What follows belongs to an exercise in optimizing a design on an open flow for small area, a short achievable clock period and few clock cycles; a production flow would make more cautious choices.
RTL that was checked went through simulation tests only; none was proved equivalent to the original.

==> run a <==
// ctx_unwrap
module ctx_unwrap (
    input  wire         clk,
    input  wire         rst,        
    input  wire         start,      
    input  wire [255:0] kek,        
    input  wire [575:0] wrapped,    
    output wire         ready,
    output reg          done,       
    output wire         ok,         
    output wire [511:0] key_out     
);
    localparam [63:0] IV = 64'hA6A6_A6A6_A6A6_A6A6;
    reg          s_idle, s_kexp, s_white, s_rnd, s_end, s_zero;
    reg  [3:0]   rnd;           
    reg  [5:0]   t;             
    reg  [255:0] kw;            
    reg  [255:0] ks;            
    reg  [127:0] s;             
    reg  [63:0]  r [0:7];       
    reg          neq;           
    reg          okr;
    assign ready   = s_idle;
    assign ok      = okr;
    assign key_out = {r[0], r[1], r[2], r[3], r[4], r[5], r[6], r[7]};
    function [7:0] xt;
        input [7:0] b;
        xt = {b[6:0], 1'b0} ^ (b[7] ? 8'h1b : 8'h00);
    endfunction
    function [7:0] rcon;
        input [2:0] i;
        case (i)
            3'd1: rcon = 8'h01;
            3'd2: rcon = 8'h02;
            3'd3: rcon = 8'h04;
            3'd4: rcon = 8'h08;
            3'd5: rcon = 8'h10;
            3'd6: rcon = 8'h20;
            3'd7: rcon = 8'h40;
            default: rcon = 8'h00;
        endcase
    endfunction
    wire        fwd    = s_kexp;
    wire [31:0] ks_in  = fwd ? ks[31:0] : kw[159:128];
    wire [31:0] ks_sub;
    genvar g;
    generate
        for (g = 0; g < 4; g = g + 1) begin : g_ksub
            aes_sbox u_sbox (.a(ks_in[8*g +: 8]), .y(ks_sub[8*g +: 8]));
        end
    endgenerate
    wire        rot    = rnd[0] ^ fwd;
    wire [2:0]  rci    = rnd[3:1] + 3'd1;
  ...
export LEC_CHECK = 0
export ABC_AREA = 1
export CAP_MARGIN = 20
export CORE_MARGIN = 2
export CORE_UTILIZATION = 40
export PLACE_DENSITY = 0.5
export SETUP_SLACK_MARGIN = 5
export SLEW_MARGIN = 20
create_clock -name core_clock -period 10.0 [get_ports {clk}]
standard.sh (not shown) runs the stock make flow with config.mk's settings and CLKGATE_MAP_FILE= SYNTH_SCRIPT=/design/flow/synth_recipe.tcl, a recipe that flattens the netlist after the stock synthesis.
==> flow/flow/run.sh <==
#!/bin/bash
set -euo pipefail
bash standard.sh SETUP_SLACK_MARGIN=6.5 finish > make_finish.log 2>&1
==> run b: changes against run a <==
==> flow/flow/run.sh (replaced) <==
#!/bin/bash
# The standard layout, except that synthesis maps the combinational logic
# with flow/abc_map.script (registers are mapped before ABC and unchanged).
set -euo pipefail
W=$(pwd)
export MY_ABC_SCRIPT=$W/flow/abc_map.script
bash standard.sh SYNTH_SCRIPT=$W/flow/synth.tcl finish > make_finish.log 2>&1
==> flow/flow/abc_map.script (new file) <==
strash
dc2
strash
&get -n
&dch -f
&nf -R 1000
&put
topo
stime -c
buffer -c
upsize -c
dnsize -c
==> flow/flow/synth.tcl (new file) <==
# synth_recipe.tcl with another ABC script for the combinational mapping
# (flow/abc_map.script); registers are mapped before ABC and unchanged.
proc synth {args} { yosys synth -nofsm -noshare {*}$args }
proc abc {args} {
  set i [lsearch $args -script]
  if {$i >= 0} { set args [lreplace $args $i [expr {$i+1}] -script $::env(MY_ABC_SCRIPT)] }
  yosys abc {*}$args
}
source $::env(SCRIPTS_DIR)/synth.tcl
# left out here: clear keep_hierarchy, flatten, clean up, hide names made inside functions, write 1_2_yosys.v
==> run c: changes against run a <==
--- a/flow/design.v
+++ b/flow/design.v
@@ -543,16 +543,18 @@
 );
     localparam [63:0] IV = 64'hA6A6_A6A6_A6A6_A6A6;
     reg          s_idle, s_kexp, s_white, s_rnd, s_end, s_zero;
     reg  [3:0]   rnd;           
     reg  [5:0]   t;             
     reg  [255:0] kw;            
     reg  [255:0] ks;            
     reg  [127:0] s;             
+    reg  [63:0]  ain;           
+    reg  [63:0]  nx;            
     reg  [63:0]  r [0:7];       
     reg          neq;           
     reg          okr;
     assign ready   = s_idle;
     assign ok      = okr;
     assign key_out = {r[0], r[1], r[2], r[3], r[4], r[5], r[6], r[7]};
     function [7:0] xt;
         input [7:0] b;
@@ -637,17 +639,17 @@
             assign mixed[127 - 8*(4*cc + 3) - 5] = c0[1] ^ c0[2] ^ c0[6] ^ c0[7] ^ c1[0] ^ c1[2] ^ c1[6] ^ c2[2] ^ c2[6] ^ c2[7] ^ c3[0] ^ c3[1] ^ c3[6];
             assign mixed[127 - 8*(4*cc + 3) - 6] = c0[0] ^ c0[1] ^ c0[5] ^ c0[6] ^ c0[7] ^ c1[1] ^ c1[5] ^ c1[7] ^ c2[1] ^ c2[5] ^ c2[6] ^ c3[0] ^ c3[5];
             assign mixed[127 - 8*(4*cc + 3) - 7] = c0[0] ^ c0[5] ^ c0[7] ^ c1[0] ^ c1[5] ^ c1[6] ^ c2[0] ^ c2[5] ^ c3[5] ^ c3[6] ^ c3[7];
         end
     endgenerate
     wire         white = s_white;
     wire [5:0]   tn    = t - 6'd1;
     wire [63:0]  kx_hi = white ? rk14[127:64] : (rk[127:64] ^ rk14[127:64] ^ {58'h0, tn});
-    wire [127:0] first = {s[127:64] ^ kx_hi, (white ? s[63:0] : r[6]) ^ rk14[63:0]};
+    wire [127:0] first = {(white ? ain : s[127:64]) ^ kx_hi, nx ^ rk14[63:0]};
     wire [127:0] x     = s_rnd ? mixed : first;
     wire [127:0] subbed;
     generate
         for (cc = 0; cc < 4; cc = cc + 1) begin : g_col
             for (rr = 0; rr < 4; rr = rr + 1) begin : g_row
                 aes_inv_sbox u_isbox (
                     .a(x     [127 - 8*(rr + 4*((cc + 4 - rr) % 4)) -: 8]),
                     .y(subbed[127 - 8*(rr + 4*cc) -: 8])
@@ -681,22 +683,23 @@
     always @(posedge clk)
         kw <= s_rnd ? kw_bwd : ks;
     always @(posedge clk) begin
         if (s_idle)
             ks <= kek;
         else if (s_kexp)
             ks <= ks_fwd;
     end
-    always @(posedge clk) begin
+    always @(posedge clk)
+        s <= subbed;
+    always @(posedge clk)
         if (s_idle)
-            s <= {wrapped[575:512] ^ 64'd48, wrapped[63:0]};    
-        else if (!s_kexp)
-            s <= subbed;
-    end
+            ain <= wrapped[575:512] ^ 64'd48;
+    always @(posedge clk)
+        nx <= s_kexp ? r[7] : r[6];
     always @(posedge clk) begin
         if (s_idle)
             rnd <= 4'd0;
         else if (s_kexp)
             rnd <= rnd + 4'd1;
         else if (s_white || s_end)
             rnd <= (last ? 4'd7 : 4'd13);
         else
@@ -715,17 +718,17 @@
             neq <= 1'b1;
     end
     always @(posedge clk)
         if (fin)
             okr <= okn;
     integer k;
     always @(posedge clk) begin
         if (go) begin
-            for (k = 0; k < 7; k = k + 1)
+            for (k = 0; k < 8; k = k + 1)
                 r[k] <= wrapped[511 - 64*k -: 64];    
         end else if (s_end || s_zero) begin
             for (k = 1; k < 8; k = k + 1)
                 r[k] <= r[k-1];
             r[0] <= s_end ? added[63:0] : 64'h0;
         end
     end
 endmodule
==> flow/run.sh (new file) <==
#!/bin/bash
# synth_recipe.tcl (not shown) runs the flow's synth.tcl, then flattens the netlist and writes it again
# the make line also repeats each setting of config.mk as NAME=value (left out here)
make -C /OpenROAD-flow-scripts/flow DESIGN_CONFIG=/design/flow/config.mk WORK_HOME=/design/flow/orfs CLKGATE_MAP_FILE= SYNTH_SCRIPT=/design/flow/synth_recipe.tcl finish
removed: flow/flow/run.sh
removed: flow/standard.sh
==> comparison table <==
	run a	run b	run c
Outcome	did not finish	finished with violations	timing/DRC/antenna clean
Failing step	5_1_grt	-	-
Violated checks	-	max-capacitance violations, max-slew violations	-
Transition time at the pin with the least slew margin	-	3.06 ns	1.35 ns
Crit path from	-	s[1]	kw[163]
Logic depth of the worst path, buffers included	-	15	15
Post-synthesis share of cell area spent on and, or, nand and nor gates	48.0%	19.6%	44.3%
Synthesized Nets	24200	17000	23500
Synth Area in XOR/XNOR	7.30%	13.8%	7.88%
Final hold slack	-	0.487 ns	0.462 ns
Average routed wire per standard cell	-	43.3 um	34.9 um
Inverters	-	145	1479
Portion of the post-synthesis area used by sequential elements	23.7%	27.1%	24.9%
Max stage delay on crit path	-	1.32 ns	0.91 ns
Final slew viol count	-	16	0
Adder-cell share of the synthesized area	3.28%	3.75%	3.27%
Area Growth Syn to Fin	-	28.5%	18.0%
Total number of vias	-	158000	180000
Number of search-and-repair iterations in the first detailed-routing pass	-	28	14
Worst Hold Path Cells	-	2	2
Most common cell after layout, fill and taps aside	-	sky130_fd_sc_hd__nand2_1	sky130_fd_sc_hd__nand2_1
Critical Path End Type	-	flip-flop	flip-flop
Testbench counts of run a, summed over its fixed seeds: cycles 88,224.
Testbench counts of run b, summed over its fixed seeds: cycles 88,224.
Testbench counts of run c, summed over its fixed seeds: cycles 88,224.

---

==> v6 <==
Another version of the RTL of ctx_unwrap (not shown whole).
// ctx_unwrap
module ctx_unwrap (
    input  wire         clk,
    input  wire         rst,        
    input  wire         start,      
    input  wire [255:0] kek,        
    input  wire [575:0] wrapped,    
    output wire         ready,
    output reg          done,       
    output wire         ok,         
    output wire [511:0] key_out     
);
    localparam [63:0] IV = 64'hA6A6_A6A6_A6A6_A6A6;
    reg          s_idle, s_kexp, s_white, s_rnd, s_end, s_fin, s_zero;
    reg  [3:0]   rnd;           
    reg  [5:0]   t;             
    reg  [255:0] kw;            
    reg  [255:0] ks;            
    reg  [127:0] s;             
    reg  [63:0]  r [0:7];       
    reg          aok;           
    reg          neq;           
    reg          okr;
    assign ready   = s_idle;
    assign ok      = okr;
    assign key_out = {r[0], r[1], r[2], r[3], r[4], r[5], r[6], r[7]};
    function [7:0] xt;
        input [7:0] b;
        xt = {b[6:0], 1'b0} ^ (b[7] ? 8'h1b : 8'h00);
    endfunction
    function [7:0] rcon;
        input [2:0] i;
        case (i)
            3'd1: rcon = 8'h01;
            3'd2: rcon = 8'h02;
            3'd3: rcon = 8'h04;
            3'd4: rcon = 8'h08;
            3'd5: rcon = 8'h10;
  ...
==> flow/config.mk <==
export PLATFORM = sky130hd
export DESIGN_NAME = ctx_unwrap
export DESIGN_NICKNAME = ctx_unwrap
export VERILOG_FILES = /design/flow/design.v
export SDC_FILE = /design/flow/constraint.sdc
export NUM_CORES = 8
export LEC_CHECK = 0
export ABC_AREA = 1
export CAP_MARGIN = 20
export CORE_MARGIN = 2
export CORE_UTILIZATION = 35
export PLACE_DENSITY = 0.45
export SETUP_SLACK_MARGIN = 2.5
export SLEW_MARGIN = 20
==> flow/constraint.sdc <==
create_clock -name core_clock -period 10.0 [get_ports {clk}]
set_input_delay 2.0000 -clock core_clock [delete_from_list [all_inputs] [get_ports {clk}]]
set_output_delay 2.0000 -clock core_clock [all_outputs]
set_load 0.01 [all_outputs]
run.sh (not shown) runs the stock make flow with config.mk's settings and CLKGATE_MAP_FILE= SYNTH_SCRIPT=/design/flow/synth_recipe.tcl, a recipe that flattens the netlist after the stock synthesis.
Stock flow here: none of the scripts above is used.
==> v7 (differences from v6) <==
--- a/flow/design.v
+++ b/flow/design.v
@@ -538,22 +538,23 @@
     input  wire [575:0] wrapped,    
     output wire         ready,
     output reg          done,       
     output wire         ok,         
     output wire [511:0] key_out     
 );
     localparam [63:0] IV = 64'hA6A6_A6A6_A6A6_A6A6;
-    reg          s_idle, s_kexp, s_white, s_rnd, s_end, s_fin, s_zero;
+    reg          s_idle, s_kexp, s_white, s_rnd, s_end, s_zero;
     reg  [3:0]   rnd;           
     reg  [5:0]   t;             
     reg  [255:0] kw;            
     reg  [255:0] ks;            
     reg  [127:0] s;             
+    reg  [63:0]  ain;           
+    reg  [63:0]  nx;            
     reg  [63:0]  r [0:7];       
-    reg          aok;           
     reg          neq;           
     reg          okr;
     assign ready   = s_idle;
     assign ok      = okr;
     assign key_out = {r[0], r[1], r[2], r[3], r[4], r[5], r[6], r[7]};
     function [7:0] xt;
         input [7:0] b;
@@ -618,15 +619,15 @@
             assign mixed[127 - 8*(4*cc + 2) -: 8] = d2 ^ tt ^ xt(d2 ^ d3);
             assign mixed[127 - 8*(4*cc + 3) -: 8] = d3 ^ tt ^ xt(d3 ^ d0);
         end
     endgenerate
     wire         white = s_white;
     wire [5:0]   tn    = t - 6'd1;
     wire [63:0]  kx_hi = white ? rk14[127:64] : (rk[127:64] ^ rk14[127:64] ^ {58'h0, tn});
-    wire [127:0] first = {s[127:64] ^ kx_hi, (white ? s[63:0] : r[6]) ^ rk14[63:0]};
+    wire [127:0] first = {(white ? ain : s[127:64]) ^ kx_hi, nx ^ rk14[63:0]};
     wire [127:0] x     = s_rnd ? mixed : first;
     wire [127:0] subbed;
     generate
         for (cc = 0; cc < 4; cc = cc + 1) begin : g_col
             for (rr = 0; rr < 4; rr = rr + 1) begin : g_row
                 aes_inv_sbox u_isbox (
                     .a(x     [127 - 8*(rr + 4*((cc + 4 - rr) % 4)) -: 8]),
@@ -640,50 +641,50 @@
     always @(posedge clk) begin
         if (rst) begin
             s_idle  <= 1'b1;
             s_kexp  <= 1'b0;
             s_white <= 1'b0;
             s_rnd   <= 1'b0;
             s_end   <= 1'b0;
-            s_fin   <= 1'b0;
             s_zero  <= 1'b0;
             done    <= 1'b0;
         end else begin
-            s_idle  <= (s_idle && !start) || (s_fin && okn) || (s_zero && rnd == 4'd0);
+            s_idle  <= (s_idle && !start) || (fin && okn) || (s_zero && rnd == 4'd0);
             s_kexp  <= go || (s_kexp && rnd != 4'd12);
             s_white <= s_kexp && rnd == 4'd12;
             s_rnd   <= s_white || (s_rnd && rnd != 4'd1) || (s_end && !last);
             s_end   <= s_rnd && rnd == 4'd1;
-            s_fin   <= s_end && last;
-            s_zero  <= (s_fin && !okn) || (s_zero && rnd != 4'd0);
-            done    <= (s_fin && okn) || (s_zero && rnd == 4'd0);
+            s_zero  <= (fin && !okn) || (s_zero && rnd != 4'd0);
+            done    <= (fin && okn) || (s_zero && rnd == 4'd0);
         end
     end
-    wire okn = aok && (neq || r[0] != r[4]);
+    wire fin = s_end && last;
+    wire okn = (added[127:64] == IV) && (neq || added[63:0] != r[3]);
     always @(posedge clk)
         kw <= s_rnd ? kw_bwd : ks;
     always @(posedge clk) begin
         if (s_idle)
             ks <= kek;
         else if (s_kexp)
             ks <= ks_fwd;
     end
-    always @(posedge clk) begin
+    always @(posedge clk)
+        s <= subbed;
+    always @(posedge clk)
         if (s_idle)
-            s <= {wrapped[575:512] ^ 64'd48, wrapped[63:0]};    
-        else if (!s_kexp)
-            s <= subbed;
-    end
+            ain <= wrapped[575:512] ^ 64'd48;
+    always @(posedge clk)
+        nx <= s_kexp ? r[7] : r[6];
     always @(posedge clk) begin
         if (s_idle)
             rnd <= 4'd0;
         else if (s_kexp)
             rnd <= rnd + 4'd1;
-        else if (s_white || s_end || s_fin)
-            rnd <= (s_fin ? 4'd6 : 4'd13);
+        else if (s_white || s_end)
+            rnd <= (last ? 4'd7 : 4'd13);
         else
             rnd <= rnd - 4'd1;
     end
     always @(posedge clk) begin
         if (s_idle)
             t <= 6'd48;
         else if (s_end)
@@ -692,24 +693,21 @@
     always @(posedge clk) begin
         if (s_idle)
             neq <= 1'b0;
         else if (s_rnd && t[5:2] == 4'd0 && r[0] != r[4])
             neq <= 1'b1;
     end
     always @(posedge clk)
-        if (s_end)
-            aok <= (added[127:64] == IV);
-    always @(posedge clk)
-        if (s_fin)
+        if (fin)
             okr <= okn;
     integer k;
     always @(posedge clk) begin
         if (go) begin
-            for (k = 0; k < 7; k = k + 1)
+            for (k = 0; k < 8; k = k + 1)
                 r[k] <= wrapped[511 - 64*k -: 64];    
-        end else if (s_end || (s_fin && !okn) || s_zero) begin
+        end else if (s_end || s_zero) begin
             for (k = 1; k < 8; k = k + 1)
                 r[k] <= r[k-1];
             r[0] <= s_end ? added[63:0] : 64'h0;
         end
     end
 endmodule
==> flow/flow/run.sh (new file) <==
#!/bin/bash
# The standard layout, except that synthesis maps the combinational logic
# with flow/abc_map.script (registers are mapped before ABC and unchanged).
set -euo pipefail
W=$(pwd)
export MY_ABC_SCRIPT=$W/flow/abc_map.script
bash standard.sh SYNTH_SCRIPT=$W/flow/synth.tcl finish > make_finish.log 2>&1
==> flow/flow/abc_map.script (new file) <==
strash
dc2
strash
&get -n
&dch -f
&nf -R 1000
&put
topo
stime -c
buffer -c
upsize -c
dnsize -c
==> flow/flow/synth.tcl (new file) <==
# synth_recipe.tcl with another ABC script for the combinational mapping
# (flow/abc_map.script); registers are mapped before ABC and unchanged.
proc synth {args} { yosys synth -nofsm -noshare {*}$args }
proc abc {args} {
  set i [lsearch $args -script]
  if {$i >= 0} { set args [lreplace $args $i [expr {$i+1}] -script $::env(MY_ABC_SCRIPT)] }
  yosys abc {*}$args
}
source $::env(SCRIPTS_DIR)/synth.tcl
# left out here: clear keep_hierarchy, flatten, clean up, hide names made inside functions, write 1_2_yosys.v
==> flow/standard.sh (new file) <==
#!/bin/bash
# synth_recipe.tcl (not shown) runs the flow's synth.tcl, then flattens the netlist and writes it again
# the make line also repeats each setting of config.mk as NAME=value (left out here)
make -C /OpenROAD-flow-scripts/flow DESIGN_CONFIG=/design/flow/config.mk WORK_HOME=/design/flow/orfs CLKGATE_MAP_FILE= SYNTH_SCRIPT=/design/flow/synth_recipe.tcl "${@:-finish}"
==> flow/config.mk (replaced) <==
export PLATFORM = sky130hd
export DESIGN_NAME = ctx_unwrap
export DESIGN_NICKNAME = ctx_unwrap
export VERILOG_FILES = /design/flow/design.v
export SDC_FILE = /design/flow/constraint.sdc
export NUM_CORES = 8
export LEC_CHECK = 0
export ABC_AREA = 1
export CAP_MARGIN = 20
export CORE_MARGIN = 2
export CORE_UTILIZATION = 40
export PLACE_DENSITY = 0.5
export SETUP_SLACK_MARGIN = 5
export SLEW_MARGIN = 20
removed: flow/run.sh
==> v28 (differences from v6) <==
--- a/flow/design.v
+++ b/flow/design.v
@@ -538,22 +538,21 @@
     input  wire [575:0] wrapped,    
     output wire         ready,
     output reg          done,       
     output wire         ok,         
     output wire [511:0] key_out     
 );
     localparam [63:0] IV = 64'hA6A6_A6A6_A6A6_A6A6;
-    reg          s_idle, s_kexp, s_white, s_rnd, s_end, s_fin, s_zero;
+    reg          s_idle, s_kexp, s_white, s_rnd, s_end, s_zero;
     reg  [3:0]   rnd;           
     reg  [5:0]   t;             
     reg  [255:0] kw;            
     reg  [255:0] ks;            
     reg  [127:0] s;             
     reg  [63:0]  r [0:7];       
-    reg          aok;           
     reg          neq;           
     reg          okr;
     assign ready   = s_idle;
     assign ok      = okr;
     assign key_out = {r[0], r[1], r[2], r[3], r[4], r[5], r[6], r[7]};
     function [7:0] xt;
         input [7:0] b;
@@ -640,29 +639,28 @@
     always @(posedge clk) begin
         if (rst) begin
             s_idle  <= 1'b1;
             s_kexp  <= 1'b0;
             s_white <= 1'b0;
             s_rnd   <= 1'b0;
             s_end   <= 1'b0;
-            s_fin   <= 1'b0;
             s_zero  <= 1'b0;
             done    <= 1'b0;
         end else begin
-            s_idle  <= (s_idle && !start) || (s_fin && okn) || (s_zero && rnd == 4'd0);
+            s_idle  <= (s_idle && !start) || (fin && okn) || (s_zero && rnd == 4'd0);
             s_kexp  <= go || (s_kexp && rnd != 4'd12);
             s_white <= s_kexp && rnd == 4'd12;
             s_rnd   <= s_white || (s_rnd && rnd != 4'd1) || (s_end && !last);
             s_end   <= s_rnd && rnd == 4'd1;
-            s_fin   <= s_end && last;
-            s_zero  <= (s_fin && !okn) || (s_zero && rnd != 4'd0);
-            done    <= (s_fin && okn) || (s_zero && rnd == 4'd0);
+            s_zero  <= (fin && !okn) || (s_zero && rnd != 4'd0);
+            done    <= (fin && okn) || (s_zero && rnd == 4'd0);
         end
     end
-    wire okn = aok && (neq || r[0] != r[4]);
+    wire fin = s_end && last;
+    wire okn = (added[127:64] == IV) && (neq || added[63:0] != r[3]);
     always @(posedge clk)
         kw <= s_rnd ? kw_bwd : ks;
     always @(posedge clk) begin
         if (s_idle)
             ks <= kek;
         else if (s_kexp)
             ks <= ks_fwd;
@@ -674,16 +672,16 @@
             s <= subbed;
     end
     always @(posedge clk) begin
         if (s_idle)
             rnd <= 4'd0;
         else if (s_kexp)
             rnd <= rnd + 4'd1;
-        else if (s_white || s_end || s_fin)
-            rnd <= (s_fin ? 4'd6 : 4'd13);
+        else if (s_white || s_end)
+            rnd <= (last ? 4'd7 : 4'd13);
         else
             rnd <= rnd - 4'd1;
     end
     always @(posedge clk) begin
         if (s_idle)
             t <= 6'd48;
         else if (s_end)
@@ -692,24 +690,21 @@
     always @(posedge clk) begin
         if (s_idle)
             neq <= 1'b0;
         else if (s_rnd && t[5:2] == 4'd0 && r[0] != r[4])
             neq <= 1'b1;
     end
     always @(posedge clk)
-        if (s_end)
-            aok <= (added[127:64] == IV);
-    always @(posedge clk)
-        if (s_fin)
+        if (fin)
             okr <= okn;
     integer k;
     always @(posedge clk) begin
         if (go) begin
             for (k = 0; k < 7; k = k + 1)
                 r[k] <= wrapped[511 - 64*k -: 64];    
-        end else if (s_end || (s_fin && !okn) || s_zero) begin
+        end else if (s_end || s_zero) begin
             for (k = 1; k < 8; k = k + 1)
                 r[k] <= r[k-1];
             r[0] <= s_end ? added[63:0] : 64'h0;
         end
     end
 endmodule
==> flow/flow/run.sh (new file) <==
#!/bin/bash
# The standard layout, with two changes: synthesis maps the combinational
# logic with flow/abc_map.script, and timing repair aims at setup slack
# >= 6.5 ns on the 10 ns clock.
set -euo pipefail
W=$(pwd)
export MY_ABC_SCRIPT=$W/flow/abc_map.script
bash standard.sh SYNTH_SCRIPT=$W/flow/synth.tcl SETUP_SLACK_MARGIN=6.5 finish > make_finish.log 2>&1
==> flow/flow/abc_map.script (new file) <==
strash
dc2
strash
&get -n
&dch -f
&nf -R 1000
&put
topo
stime -c
buffer -c
upsize -c
dnsize -c
==> flow/flow/synth.tcl (new file) <==
# synth_recipe.tcl with another ABC script for the combinational mapping
# (flow/abc_map.script); registers are mapped before ABC and unchanged.
proc synth {args} { yosys synth -nofsm -noshare {*}$args }
proc abc {args} {
  set i [lsearch $args -script]
  if {$i >= 0} { set args [lreplace $args $i [expr {$i+1}] -script $::env(MY_ABC_SCRIPT)] }
  yosys abc {*}$args
}
source $::env(SCRIPTS_DIR)/synth.tcl
# left out here: clear keep_hierarchy, flatten, clean up, hide names made inside functions, write 1_2_yosys.v
==> flow/standard.sh (new file) <==
#!/bin/bash
# synth_recipe.tcl (not shown) runs the flow's synth.tcl, then flattens the netlist and writes it again
# the make line also repeats each setting of config.mk as NAME=value (left out here)
make -C /OpenROAD-flow-scripts/flow DESIGN_CONFIG=/design/flow/config.mk WORK_HOME=/design/flow/orfs CLKGATE_MAP_FILE= SYNTH_SCRIPT=/design/flow/synth_recipe.tcl "${@:-finish}"
==> flow/config.mk (replaced) <==
export PLATFORM = sky130hd
export DESIGN_NAME = ctx_unwrap
export DESIGN_NICKNAME = ctx_unwrap
export VERILOG_FILES = /design/flow/design.v
export SDC_FILE = /design/flow/constraint.sdc
export NUM_CORES = 8
export LEC_CHECK = 0
export ABC_AREA = 1
export CAP_MARGIN = 20
export CORE_MARGIN = 2
export CORE_UTILIZATION = 40
export PLACE_DENSITY = 0.5
export SETUP_SLACK_MARGIN = 5
export SLEW_MARGIN = 20
removed: flow/run.sh
==> summary.txt <==
|  | v6 | v7 | v28 |
|---|---|---|---|
| Outcome | complete, no violations | complete, no violations | aborted with a tool error |
| Stage where the flow stopped | - | - | global routing (5_1_grt) |
| Number of enable-type register cells in the synthesized netlist | 898 | 833 | 897 |
| Sequential cell area | 32480 µm² | 34430 µm² | - |
| Most area-hungry cell class in the final design | multi-input combinational cells | multi-input combinational cells | - |
| Drt first pass iters | 8 | 22 | - |
| DRC violation total after the first TritonRoute iteration | 33.28k | 33.27k | - |
| Multi-input logic area | 84390 µm² | 83650 µm² | - |
| Final standard cell utilization of the core | 41.18% | 51.44% | - |
| Tightest Pin Transition | 1.336 ns | 1.484 ns | - |
| Number of nets at the end of the flow | 22.79k | 16.68k | - |
| Ant. Diodes | 330 | 305 | - |
| Unique cell type count in the Yosys netlist | 82 | 115 | 102 |
| Max-Slew Margin vs Limit | 10.71% | 0.7799% | - |
| Endpoint of the worst setup timing path | s[23] | s[40] | - |
| Summed area of non-filler cells in the final layout | 149200 µm² | 149200 µm² | - |
| Fraction of the yosys area taken by sequential cells | 25.52% | 29.52% | 28.57% |
| Crit path required time | 10.52 ns | 10.89 ns | - |
| Overall die height | 607.0 µm | 543.3 µm | 536.6 µm |
Testbench counts of v6, summed over its fixed seeds: cycles 88,316.
Testbench counts of v7, summed over its fixed seeds: cycles 88,224.
Function not checked in v28: the RTL went through the layout flow alone.

static timing again, ports no longer ideal:
How much do the figures lean on ideal ports? The routed layouts below were timed once more, with nothing changed but the port constraints. Step 1 (the two cells are an assumption about what drives the block):
set clk [get_ports {clk}]
set_driving_cell -lib_cell sky130_fd_sc_hd__clkbuf_16 $clk
set_driving_cell -lib_cell sky130_fd_sc_hd__buf_2 [delete_from_list [all_inputs] $clk]
Step 2, shift: input delay + t, output delay - t, t = (earliest + latest rising clock arrival at the registers) / 2. This alone moves slack from input paths to output paths. Three values: no drivers, after step 1, after step 2; two values: the first two.
run	shift t [ns]	slack for setup (ns)	clock arrival spread, ns	slew at the worst register clock pin (ns)	cell pins on the clock port's net
run b	0.978	4.181 / 4.181 / 4.014	0.113 / 0.113	0.08 / 0.08	1
run c	1.060	4.928 / 4.921 / 4.329	0.138 / 0.138	0.08 / 0.08	1
v6	1.058	3.351 / 3.351 / 3.278	0.091 / 0.092	0.08 / 0.08	1
v7	1.049	4.579 / 4.579 / 4.579	0.092 / 0.092	0.08 / 0.08	1
The setup slack of run c, which loses most, moves by -0.007 ns with the drivers and by -0.599 ns with both steps.
